Background: an optimization exercise with open tools, aiming at small area and few clock cycles per item. Do not read the settings as production practice. Only simulation tests tie the RTL to the original design; equivalence was not proved. Power and IR drop assume default switching activity.

File: flow/constraint.sdc
create_clock -name core_clock -period 5.0 [get_ports {clk}]
set_input_delay 1.0000 -clock core_clock [delete_from_list [all_inputs] [get_ports {clk}]]
set_output_delay 1.0000 -clock core_clock [all_outputs]
set_load 0.01 [all_outputs]
File: flow/run.sh
#!/bin/bash
# synth_recipe.tcl (not shown) runs the flow's synth.tcl, then flattens the netlist and writes it again
# the make line also repeats each setting of config.mk as NAME=value (left out here)
make -C /OpenROAD-flow-scripts/flow DESIGN_CONFIG=/design/flow/config.mk WORK_HOME=/design/flow/orfs CLKGATE_MAP_FILE= SYNTH_SCRIPT=/design/flow/synth_recipe.tcl finish
File: flow/design.v
module rs_pair_enc (
    input  wire       clk,
    input  wire       rst,
    input  wire       in_valid,
    output wire       in_ready,
    input  wire [9:0] in_sym,
    output wire       out_valid,
    input  wire       out_ready,
    output wire [9:0] out_sym,
    output wire       out_last
);
    localparam NMSG = 1040;               
    localparam NSYM = 1088;               
    localparam SEG  = 24;                 
    reg  [10:0]  cnt;                     
    reg  [5:0]   rot;                     
    reg          clr;                     
    reg  [479:0] r;                       
    wire in_msg = (cnt < NMSG);
    wire last   = (cnt == NSYM - 1);
    wire idle   = clr || (rot != 6'd0);
    assign in_ready  = !idle && in_msg && out_ready;
    assign out_valid = !idle && (in_msg ? in_valid : 1'b1);
    wire   xfer      = !rst && out_valid && out_ready;
    wire   rot_m     = !rst && !clr && !xfer;       
    wire   step_msg  = xfer && in_msg;              
    wire [9:0] top = r[479:470];
    wire [9:0] top_std = top;
    assign out_sym  = in_msg ? in_sym : top_std;
    assign out_last = last;
    wire [9:0] fb = (in_sym ^ top_std) & {10{step_msg}};
    wire pm_t0 = fb[1] ^ fb[8];
    wire pm_t1 = fb[2] ^ fb[9];
    wire pm_t2 = fb[0] ^ fb[7];
    wire pm_t3 = fb[5] ^ fb[6];
    wire pm_t4 = fb[3] ^ fb[4];
    wire pm_t5 = fb[4] ^ fb[9];
    wire pm_t6 = fb[5] ^ fb[8];
    wire pm_t7 = fb[3] ^ pm_t1;
    wire pm_t8 = fb[6] ^ pm_t0;
    wire pm_t9 = fb[0] ^ pm_t3;
    wire pm_t10 = fb[6] ^ fb[8];
    wire pm_t11 = fb[2] ^ fb[7];
    wire pm_t12 = fb[4] ^ pm_t1;
    wire pm_t13 = fb[3] ^ fb[9];
    wire pm_t14 = fb[1] ^ pm_t3;
    wire pm_t15 = fb[9] ^ pm_t4;
    wire pm_t16 = fb[5] ^ pm_t2;
    wire pm_t17 = pm_t1 ^ pm_t4;
    wire pm_t18 = fb[1] ^ fb[6];
    wire pm_t19 = pm_t2 ^ pm_t3;
    wire pm_t20 = fb[4] ^ fb[6];
    wire pm_t21 = fb[2] ^ pm_t2;
    wire pm_t22 = pm_t2 ^ pm_t7;
    wire pm_t23 = fb[0] ^ pm_t0;
    wire pm_t24 = pm_t0 ^ pm_t4;
    wire pm_t25 = fb[7] ^ pm_t5;
    wire pm_t26 = fb[7] ^ pm_t7;
    wire pm_t27 = fb[5] ^ pm_t12;
    wire pm_t28 = fb[0] ^ fb[6];
    wire pm_t29 = fb[1] ^ fb[7];
    wire pm_t30 = fb[2] ^ pm_t8;
    wire pm_t31 = pm_t4 ^ pm_t10;
    wire pm_t32 = pm_t1 ^ pm_t2;
    wire pm_t33 = pm_t0 ^ pm_t9;
    wire pm_t34 = pm_t0 ^ pm_t3;
    wire pm_t35 = fb[9] ^ pm_t2;
    wire pm_t36 = fb[8] ^ pm_t19;
    wire pm_t37 = fb[1] ^ pm_t16;
    wire pm_t38 = fb[7] ^ pm_t6;
    wire pm_t39 = fb[3] ^ pm_t3;
    wire pm_t40 = fb[4] ^ pm_t2;
    wire pm_t41 = fb[8] ^ pm_t17;
    wire pm_t42 = fb[2] ^ pm_t4;
    wire pm_t43 = fb[9] ^ pm_t10;
    wire pm_t44 = fb[2] ^ fb[4];
    wire pm_t45 = pm_t0 ^ pm_t15;
    wire pm_t46 = fb[3] ^ pm_t14;
    wire pm_t47 = fb[8] ^ pm_t9;
    wire pm_t48 = fb[8] ^ pm_t11;
    wire pm_t49 = fb[7] ^ pm_t14;
    wire pm_t50 = fb[7] ^ pm_t18;
    wire pm_t51 = fb[3] ^ fb[7];
    wire pm_t52 = pm_t0 ^ pm_t19;
    wire pm_t53 = fb[7] ^ pm_t20;
    wire pm_t54 = pm_t2 ^ pm_t13;
    wire pm_t55 = fb[1] ^ fb[5];
    wire pm_t56 = pm_t6 ^ pm_t15;
    wire pm_t57 = fb[9] ^ pm_t47;
    wire pm_t58 = fb[7] ^ pm_t1;
    wire pm_t59 = pm_t5 ^ pm_t9;
    wire pm_t60 = fb[0] ^ fb[5];
    wire pm_t61 = pm_t0 ^ pm_t16;
    wire pm_t62 = pm_t3 ^ pm_t48;
    wire pm_t63 = fb[3] ^ pm_t11;
    wire pm_t64 = fb[7] ^ pm_t41;
    wire pm_t65 = fb[0] ^ fb[8];
    wire pm_t66 = pm_t6 ^ pm_t25;
    wire pm_t67 = pm_t5 ^ pm_t28;
    wire pm_t68 = fb[4] ^ pm_t3;
    wire pm_t69 = fb[5] ^ pm_t15;
    wire pm_t70 = pm_t0 ^ pm_t21;
    wire pm_t71 = fb[0] ^ pm_t6;
    wire pm_t72 = fb[5] ^ pm_t0;
    wire pm_t73 = fb[0] ^ pm_t20;
    wire pm_t74 = pm_t18 ^ pm_t35;
    wire pm_t75 = fb[8] ^ pm_t4;
    wire pm_t76 = pm_t23 ^ pm_t69;
    wire pm_t77 = fb[0] ^ pm_t10;
    wire pm_t78 = fb[9] ^ pm_t36;
    wire pm_t79 = pm_t4 ^ pm_t16;
    wire pm_t80 = pm_t17 ^ pm_t33;
    wire pm_t81 = fb[8] ^ pm_t54;
    wire pm_t82 = pm_t4 ^ pm_t14;
    wire pm_t83 = pm_t4 ^ pm_t8;
    wire pm_t84 = fb[4] ^ pm_t9;
    wire pm_t85 = fb[2] ^ pm_t10;
    wire pm_t86 = fb[6] ^ pm_t42;
    wire pm_t87 = fb[3] ^ pm_t37;
    wire pm_t88 = fb[4] ^ fb[7];
    wire pm_t89 = fb[9] ^ pm_t52;
    wire pm_t90 = fb[6] ^ pm_t21;
    wire pm_t91 = fb[7] ^ pm_t45;
    wire pm_t92 = pm_t18 ^ pm_t22;
    wire pm_t93 = fb[7] ^ pm_t27;
    wire pm_t94 = pm_t12 ^ pm_t33;
    wire pm_t95 = fb[6] ^ pm_t1;
    wire pm_t96 = pm_t16 ^ pm_t24;
    wire pm_t97 = pm_t1 ^ pm_t38;
    wire pm_t98 = fb[1] ^ pm_t12;
    wire pm_t99 = fb[3] ^ pm_t61;
    wire pm_t100 = fb[5] ^ pm_t26;
    wire pm_t101 = fb[4] ^ pm_t29;
    wire pm_t102 = pm_t4 ^ pm_t9;
    wire pm_t103 = pm_t15 ^ pm_t77;
    wire pm_t104 = pm_t8 ^ pm_t13;
    wire pm_t105 = pm_t13 ^ pm_t28;
    wire pm_t106 = fb[1] ^ pm_t17;
    wire pm_t107 = fb[8] ^ pm_t22;
    wire pm_t108 = pm_t16 ^ pm_t45;
    wire pm_t109 = fb[8] ^ fb[9];
    wire pm_t110 = fb[0] ^ pm_t8;
    wire pm_t111 = fb[1] ^ pm_t40;
    wire pm_t112 = pm_t11 ^ pm_t20;
    wire pm_t113 = fb[7] ^ pm_t109;
    wire pm_t114 = pm_t8 ^ pm_t11;
    wire pm_t115 = pm_t14 ^ pm_t15;
    wire pm_t116 = pm_t7 ^ pm_t110;
    wire pm_t117 = pm_t4 ^ pm_t29;
    wire pm_t118 = pm_t12 ^ pm_t50;
    wire pm_t119 = pm_t13 ^ pm_t14;
    wire pm_t120 = fb[4] ^ pm_t23;
    wire pm_t121 = pm_t6 ^ pm_t42;
    wire pm_t122 = pm_t14 ^ pm_t40;
    wire pm_t123 = pm_t7 ^ pm_t16;
    wire pm_t124 = fb[5] ^ pm_t23;
    wire pm_t125 = fb[3] ^ pm_t36;
    wire pm_t126 = pm_t10 ^ pm_t51;
    wire pm_t127 = pm_t14 ^ pm_t26;
    wire pm_t128 = fb[8] ^ pm_t12;
    wire pm_t129 = pm_t11 ^ pm_t34;
    wire pm_t130 = pm_t6 ^ pm_t32;
    wire pm_t131 = fb[0] ^ pm_t27;
    wire pm_t132 = fb[7] ^ pm_t31;
    wire pm_t133 = pm_t15 ^ pm_t36;
    wire pm_t134 = fb[2] ^ pm_t46;
    wire pm_t135 = fb[6] ^ pm_t13;
    wire pm_t136 = fb[7] ^ pm_t3;
    wire pm_t137 = fb[5] ^ pm_t29;
    wire pm_t138 = pm_t5 ^ pm_t33;
    wire pm_t139 = fb[1] ^ pm_t22;
    wire pm_t140 = pm_t8 ^ pm_t88;
    wire pm_t141 = pm_t12 ^ pm_t71;
    wire pm_t142 = pm_t6 ^ pm_t63;
    wire pm_t143 = pm_t5 ^ pm_t52;
    wire pm_t144 = pm_t8 ^ pm_t25;
    wire pm_t145 = pm_t4 ^ pm_t90;
    wire pm_t146 = fb[9] ^ pm_t50;
    wire pm_t147 = pm_t8 ^ pm_t35;
    wire pm_t148 = pm_t17 ^ pm_t71;
    wire pm_t149 = fb[0] ^ pm_t5;
    wire pm_t150 = pm_t9 ^ pm_t13;
    wire pm_t151 = pm_t8 ^ pm_t12;
    wire pm_t152 = pm_t2 ^ pm_t5;
    wire pm_t153 = pm_t17 ^ pm_t49;
    wire pm_t154 = pm_t10 ^ pm_t21;
    wire pm_t155 = fb[8] ^ pm_t25;
    wire pm_t156 = pm_t3 ^ pm_t26;
    wire pm_t157 = fb[5] ^ pm_t5;
    wire pm_t158 = pm_t11 ^ pm_t31;
    wire pm_t159 = pm_t6 ^ pm_t44;
    wire pm_t160 = pm_t1 ^ pm_t6;
    wire pm_t161 = pm_t13 ^ pm_t23;
    wire pm_t162 = fb[6] ^ pm_t32;
    wire pm_t163 = fb[7] ^ pm_t10;
    wire pm_t164 = pm_t13 ^ pm_t55;
    wire pm_t165 = pm_t10 ^ pm_t13;
    wire pm_t166 = fb[3] ^ pm_t65;
    wire pm_t167 = fb[8] ^ pm_t39;
    wire pm_t168 = fb[6] ^ fb[9];
    wire pm_t169 = fb[0] ^ pm_t30;
    wire pm_t170 = fb[4] ^ pm_t30;
    wire pm_t171 = pm_t10 ^ pm_t11;
    wire pm_t172 = pm_t5 ^ pm_t37;
    wire pm_t173 = fb[2] ^ pm_t6;
    wire pm_t174 = pm_t19 ^ pm_t44;
    wire pm_t175 = pm_t21 ^ pm_t31;
    wire pm_t176 = pm_t4 ^ pm_t62;
    wire pm_t177 = fb[5] ^ pm_t25;
    wire pm_t178 = fb[9] ^ pm_t34;
    wire pm_t179 = pm_t12 ^ pm_t34;
    wire pm_t180 = pm_t2 ^ pm_t6;
    wire pm_t181 = pm_t0 ^ pm_t32;
    wire pm_t182 = fb[2] ^ pm_t73;
    wire pm_t183 = pm_t13 ^ pm_t65;
    wire pm_t184 = pm_t3 ^ pm_t44;
    wire pm_t185 = pm_t7 ^ pm_t55;
    wire pm_t186 = pm_t12 ^ pm_t23;
    wire pm_t187 = fb[6] ^ pm_t25;
    wire pm_t188 = fb[5] ^ pm_t4;
    wire pm_t189 = pm_t20 ^ pm_t21;
    wire pm_t190 = pm_t1 ^ pm_t18;
    wire pm_t191 = fb[2] ^ pm_t72;
    wire pm_t192 = fb[6] ^ pm_t5;
    wire pm_t193 = pm_t11 ^ pm_t46;
    wire pm_t194 = fb[4] ^ pm_t49;
    wire pm_t195 = pm_t0 ^ pm_t26;
    wire pm_t196 = fb[3] ^ pm_t19;
    wire pm_t197 = fb[1] ^ pm_t149;
    wire pm_t198 = pm_t5 ^ pm_t36;
    wire pm_t199 = pm_t3 ^ pm_t58;
    wire pm_t200 = fb[3] ^ fb[8];
    wire pm_t201 = pm_t4 ^ pm_t55;
    wire pm_t202 = pm_t2 ^ pm_t56;
    wire pm_t203 = fb[5] ^ pm_t42;
    wire pm_t204 = pm_t9 ^ pm_t15;
    wire pm_t205 = pm_t17 ^ pm_t29;
    wire pm_t206 = pm_t10 ^ pm_t22;
    wire pm_t207 = pm_t11 ^ pm_t24;
    wire pm_t208 = pm_t17 ^ pm_t60;
    wire pm_t209 = fb[2] ^ pm_t33;
    wire pm_t210 = pm_t0 ^ pm_t7;
    wire pm_t211 = pm_t1 ^ pm_t52;
    wire pm_t212 = fb[5] ^ fb[9];
    wire pm_t213 = pm_t0 ^ pm_t54;
    wire pm_t214 = pm_t7 ^ pm_t28;
    wire pm_t215 = fb[2] ^ pm_t24;
    wire pm_t216 = fb[8] ^ pm_t21;
    wire pm_t217 = pm_t8 ^ pm_t26;
    wire pm_t218 = pm_t8 ^ pm_t32;
    wire pm_t219 = pm_t2 ^ pm_t14;
    wire pm_t220 = fb[4] ^ fb[8];
    wire pm_t221 = pm_t7 ^ pm_t23;
    wire pm_t222 = pm_t11 ^ pm_t68;
    wire pm_t223 = fb[4] ^ pm_t34;
    wire pm_t224 = pm_t0 ^ pm_t51;
    wire pm_t225 = pm_t9 ^ pm_t98;
    wire pm_t226 = pm_t1 ^ pm_t8;
    wire pm_t227 = pm_t18 ^ pm_t40;
    wire pm_t228 = fb[5] ^ pm_t13;
    wire [239:0] p = {fb[6], fb[5], fb[4], fb[3], pm_t1, pm_t0, pm_t2, fb[9], fb[8], fb[7], pm_t68, pm_t188, pm_t17, pm_t210, pm_t181, pm_t147, pm_t78, pm_t113, pm_t163, pm_t136, pm_t39, pm_t27, pm_t24, pm_t22, pm_t30, pm_t37, pm_t67, pm_t43, pm_t38, pm_t53, pm_t39, pm_t27, pm_t24, pm_t22, pm_t30, pm_t37, pm_t67, pm_t43, pm_t38, pm_t53, pm_t152, pm_t165, pm_t97, pm_t140, pm_t196, pm_t184, pm_t201, pm_t63, pm_t190, pm_t124, pm_t66, pm_t132, pm_t156, pm_t179, pm_t96, pm_t145, pm_t134, pm_t70, pm_t74, pm_t57, pm_t137, pm_t73, pm_t228, pm_t128, pm_t224, pm_t162, pm_t178, pm_t120, pm_t54, pm_t85, pm_t84, pm_t69, pm_t41, pm_t195, pm_t218, pm_t89, pm_t198, pm_t81, pm_t171, pm_t49, pm_t207, pm_t92, pm_t209, pm_t172, pm_t103, pm_t142, pm_t118, pm_t174, pm_t115, pm_t148, pm_t223, pm_t79, pm_t86, pm_t185, pm_t186, pm_t213, pm_t154, pm_t155, pm_t126, pm_t199, pm_t206, pm_t129, pm_t122, pm_t204, pm_t121, pm_t205, pm_t116, pm_t119, pm_t141, pm_t91, pm_t203, pm_t106, pm_t221, pm_t70, pm_t74, pm_t57, pm_t66, pm_t62, pm_t194, pm_t102, pm_t220, pm_t51, pm_t95, pm_t72, pm_t40, pm_t135, pm_t160, pm_t29, pm_t28, pm_t212, pm_t45, pm_t107, pm_t114, pm_t219, pm_t59, pm_t56, pm_t64, pm_t112, pm_t46, pm_t131, pm_t125, pm_t222, pm_t82, pm_t208, pm_t215, pm_t139, pm_t169, pm_t104, pm_t130, pm_t144, fb[4], fb[3], pm_t1, pm_t0, pm_t2, pm_t168, pm_t6, fb[7], fb[6], fb[5], pm_t38, pm_t53, pm_t39, pm_t27, pm_t24, pm_t22, pm_t30, pm_t23, pm_t35, pm_t43, pm_t127, pm_t94, pm_t108, pm_t175, pm_t193, pm_t225, pm_t76, pm_t138, pm_t202, pm_t158, pm_t117, pm_t214, pm_t191, pm_t111, pm_t105, pm_t173, pm_t101, pm_t227, pm_t150, pm_t159, pm_t60, pm_t5, pm_t200, pm_t58, pm_t8, pm_t16, pm_t192, pm_t166, pm_t11, pm_t18, pm_t217, pm_t211, pm_t143, pm_t133, pm_t176, pm_t153, pm_t80, pm_t59, pm_t56, pm_t64, pm_t93, pm_t83, pm_t123, pm_t170, pm_t87, pm_t182, pm_t164, pm_t180, pm_t187, pm_t167, pm_t50, pm_t9, pm_t157, pm_t75, pm_t26, pm_t226, pm_t61, pm_t197, pm_t183, pm_t48, pm_t47, pm_t177, pm_t31, pm_t100, pm_t151, pm_t99, pm_t189, pm_t161, pm_t216, pm_t146};
    wire [479:0] d;
    genvar k;
    generate
        for (k = 0; k < 48; k = k + 1) begin : stage
            if (k % SEG == 0) begin : bottom
                wire [9:0] prev = (k == 0) ? 10'd0 : r[10*k-1 -: 10];
                wire [9:0] segtop = r[10*(k+SEG)-1 -: 10];
                assign d[10*k +: 10] = ((prev & {10{xfer}}) | (segtop & {10{rot_m}})) ^ p[5*k +: 10];
            end else if (k % 2 == 0) begin : tap
                assign d[10*k +: 10] = r[10*k-1 -: 10] ^ p[5*k +: 10];
            end else begin : plain
                assign d[10*k +: 10] = r[10*k-1 -: 10];
            end
        end
    endgenerate
    always @(posedge clk) begin
        r <= d;
        if (rst) begin
            cnt <= 11'd0;
            clr <= 1'b1;
            rot <= 6'd1;
        end else begin
            if (clr || rot != 6'd0)
                rot <= (rot == SEG - 1) ? 6'd0 : rot + 6'd1;
            else if (!xfer)
                rot <= 6'd1;
            if (clr && rot == SEG - 1)
                clr <= 1'b0;
            if (xfer)
                cnt <= last ? 11'd0 : cnt + 11'd1;
        end
    end
endmodule
File: flow/config.mk
export PLATFORM = sky130hd
export DESIGN_NAME = rs_pair_enc
export DESIGN_NICKNAME = rs_pair_enc
export VERILOG_FILES = /design/flow/design.v
export SDC_FILE = /design/flow/constraint.sdc
export NUM_CORES = 4
export LEC_CHECK = 0
export CAP_MARGIN = 20
export CORE_MARGIN = 2
export CORE_UTILIZATION = 45
export SLEW_MARGIN = 20
==> results.cfg <==
[finish]
final_util_pct = 53.8
n_fill_cell = 3120
syn2layout_area_growth_pct = 17.6
n_antenna_cell = 0
ff_latch_area_sq_mm = 0.00997
num-nets-final = 1482
multi_input_area_sq_mm = 0.00615
drive_gt1_share_pct = 11.4

[pwr]
clkPwrFrac_pct = 45.1
comb_power_share_pct = 8.8
power_frac_seq_pct = 46.1
power_density_mw_per_mm2 = 451
p_leak_nw = 7.62
power.internal_w = 0.00664
peakVddDrop_v = 0.000332
p_sw_w = 0.00198
swShare_pct = 22.9

[cts]
post_cts_buffers = 0
root_buffer = clkbuf_16
hold_buffers = 0
clk_path_buf_depth = 3
path_clk_slew_ps = 60
cts_max_level = 2
numCtsBuffers = 49
cts_tree = built
clk_latency_ps = 570
clkSinkCount = 498
ctsResizeCount = 0

[floorplan]
dieArea_sq_mm = 0.0377
num_rows = 69
die_width_microns = 194
boundaryPins = 27
coreArea_sq_mm = 0.0356
die_height_microns = 194
start_util_pct = 45.7

[logic_synthesis]
synthCells = 1385
seq_area_frac_synth_pct = 61.3
syn_area_sq_mm = 0.0163
yosysWarnings = 1
synth_top_area_share_pct = 61.3
ys_top_cells_by_area = dfxtp_1 (61%), xnor2_1 (16%), xor2_1 (7.9%)
async_reset_ff_share_pct = 0
synth_most_common_cell = dfxtp_1
syn_avg_cell_area_sq_um = 11.7
synth.distinct_cells = 44
synth_seq_cells = 498
synthTopCellsByCount = dfxtp_1 (498), xnor2_1 (298), nand2_1 (187)
synth-edff-count = 0
synthFlopType = dfxtp_1
yosys.area.top_type = dfxtp_1
synth.net_count = 1402

[grt]
grt_pass1_wl_microns = 57900
grt_pass1_vias = 9185
grt_max_degree = 40
grt_antenna_before_repair = 0
overflow = 0
grt_usage_pct = 20.8

[sta]
max_freq_mhz = 255
fin_tns_setup_ps = 0
slew_violations = 0
fin_ws_ps = 1080
skew_ps = 19.5
min_period_ps = 3920
slew_headroom_pct = 32.4
final_hold_viol_count = 0
tightest_slew_ps = 1010
rsz0062_at_grt = false
period_share_pct = 78.4
final-setup-viol-count = 0

[place]
dp_slack_ps = 1020
gp_congestion = 0.850
dp_hpwl_microns = 26600
port-buffer-count = 26

[critical_path]
timing.rr.start = cnt[6]
end_kind = output port
critPathKind = reg -> out
crit_fanout = 13
worstPathRequired_ps = 4000
worstReg2RegEnd = r[148]
crit_arrival_ps = 2920
r2r_cells = 7
start_kind = register
r2r_slack_ps = 1710

[detailed_routing]
drc = 0
wire_per_inst_microns = 19.6
avgViaCountPerCell = 4.65
drtAntennaViolNets = 0
firstDrtPassIters = 5
wl_microns = 38600
vias = 9132
drt_iter0_markers = 550

[min_path]
worstHoldStart = r[204]
hold_path_class = reg -> reg
hold-path-endpoint = r[214]
min_path_cells = 0

[job]
maxCapViolCount = 0

[status]
status = timing/DRC/antenna clean
-- layout by cell type (no fill, tap or decap), types with 2 or more instances in the layout --
cell / count
xnor2_4: 5
nor2_1: 66
nor3_1: 5
mux2i_1: 6
a22o_1: 2
clkbuf_16: 49
nand4_1: 3
clkbuf_1: 2
xnor2_2: 14
a21oi_1: 21
xor2_2: 8
clkinv_4: 2
and2_1: 8
and3_1: 12
clkbuf_8: 11
buf_4: 50
xor2_4: 2
nand2_1: 187
xnor2_1: 290
bufinv_16: 8
dfxtp_1: 498
clkinv_2: 13
or3_1: 5
inv_1: 5
clkinvlp_4: 3
xnor3_1: 5
xor2_1: 146
nand3_1: 7
buf_12: 2
clkdlybuf4s50_1: 26
nor2b_1: 4
ha_1: 3
o21ai_0: 17
-- power groups by stage --
stage	Combinational [W]	Sequential [W]	Clock, W
3_3_place_gp	0.000758	0.00406	0
6_report	0.000760	0.00397	0.00389
3_5_place_dp	0.000752	0.00406	0
2_1_floorplan	0.000493	0.00406	0
4_1_cts	0.000759	0.00397	0.00398
5_1_grt	0.000805	0.00397	0.00412
-- flip-flops by register name, indices dropped and copies added (netlist names) --
signal and count:
r 480, rot 6, cnt 11, clr 1
-- critical path, cell delays in order, from the launching register on --
cell and delay [ps]:
dfxtp_1 350, or4_1 590, o31a_1 590, nand2_1 180, nand2_1 120, clkdlybuf4s50_1 500
-- metal layers --
metal  vias to the layer above  wire [microns]  GRT usage (%)
met4                         0            1260           8.25
met2                       227           17100           31.9
met5                         -               0              0
met1                      4369           18200           29.2
met3                        76            2020           3.37
li1                       4460               -              -
-- cell type report --
type | instances | share of cell area, %
Timing Repair Buffer | 78 | 3.53
Multi-Input combinational cell | 833 | 32.1
Inverter | 5 | 0.0981
Clock inverter | 27 | 1.85
Clock buffer | 62 | 7.24
Sequential cell | 498 | 52.1
Tap cell | 461 | 3.02
-- per-stage QoR --
stage / hold slack, ps / total power (W) / area, sq um / instances
detailed placement: 312 / 0.00481 / 17400 / 1875
CTS: 317 / 0.00871 / 19100 / 1964
global route: 325 / 0.00890 / 19100 / 1964
floorplan: 310 / 0.00455 / 16300 / 1385
global placement: 310 / 0.00482 / 17400 / 1875
finish: 311 / 0.00862 / 19100 / 1964
-- how the worst max path moves through the flow --
stage	end	cells past startpoint	startpoint	slack [ps]
floorplan	r[266]	6	in_sym[0]	1960
global placement	r[124]	8	in_sym[2]	800
detailed placement	r[341]	8	in_sym[9]	1020
finish	out_sym[6]	5	cnt[6]	1080
global route	out_sym[6]	5	cnt[6]	1060
CTS	out_sym[6]	5	cnt[6]	1070
-- logic make-up (layout without fill, tap and decap cells) --
kind of cell | Yosys count | in the layout | share of synthesized area, %
flip-flops | 498 | 498 | 61.3
multiplexers | 6 | 6 | 0.369
buffers and inverters | 54 | 172 | 1.47
AND/OR/NAND/NOR | 306 | 306 | 7.88
AO/OA/AOI/OAI | 48 | 48 | 1.71
XOR/XNOR | 470 | 470 | 27.1
adder cells (fa/ha/maj) | 3 | 3 | 0.231
Testbench counts, summed over its fixed seeds: cycles 19,716, items 18.

[static timing again, ports no longer ideal]
The results above use ideal ports. As a check the final layout listed here was re-extracted and re-timed, cells and wires unchanged. Step 1 sets driving cells, clkbuf_16 on the clock port and buf_2 on the other inputs (assumed; they add their load-dependent delay and slew). Step 2 also shifts input and output timing later by t, the mid clock arrival at the registers, as if the neighbouring blocks saw the same clock. Three values: ideal ports, drivers, drivers and shift; two values: the first two.
t, ns: 0.615
slack for setup (ns): 1.078 / 1.026 / 0.982
worst setup path at the end: input to register
worst slew at a driven data input, ns: 0.03
After both steps this run still meets setup and hold. The setup slack of this run moves by -0.052 ns with the drivers and by -0.096 ns with both steps.
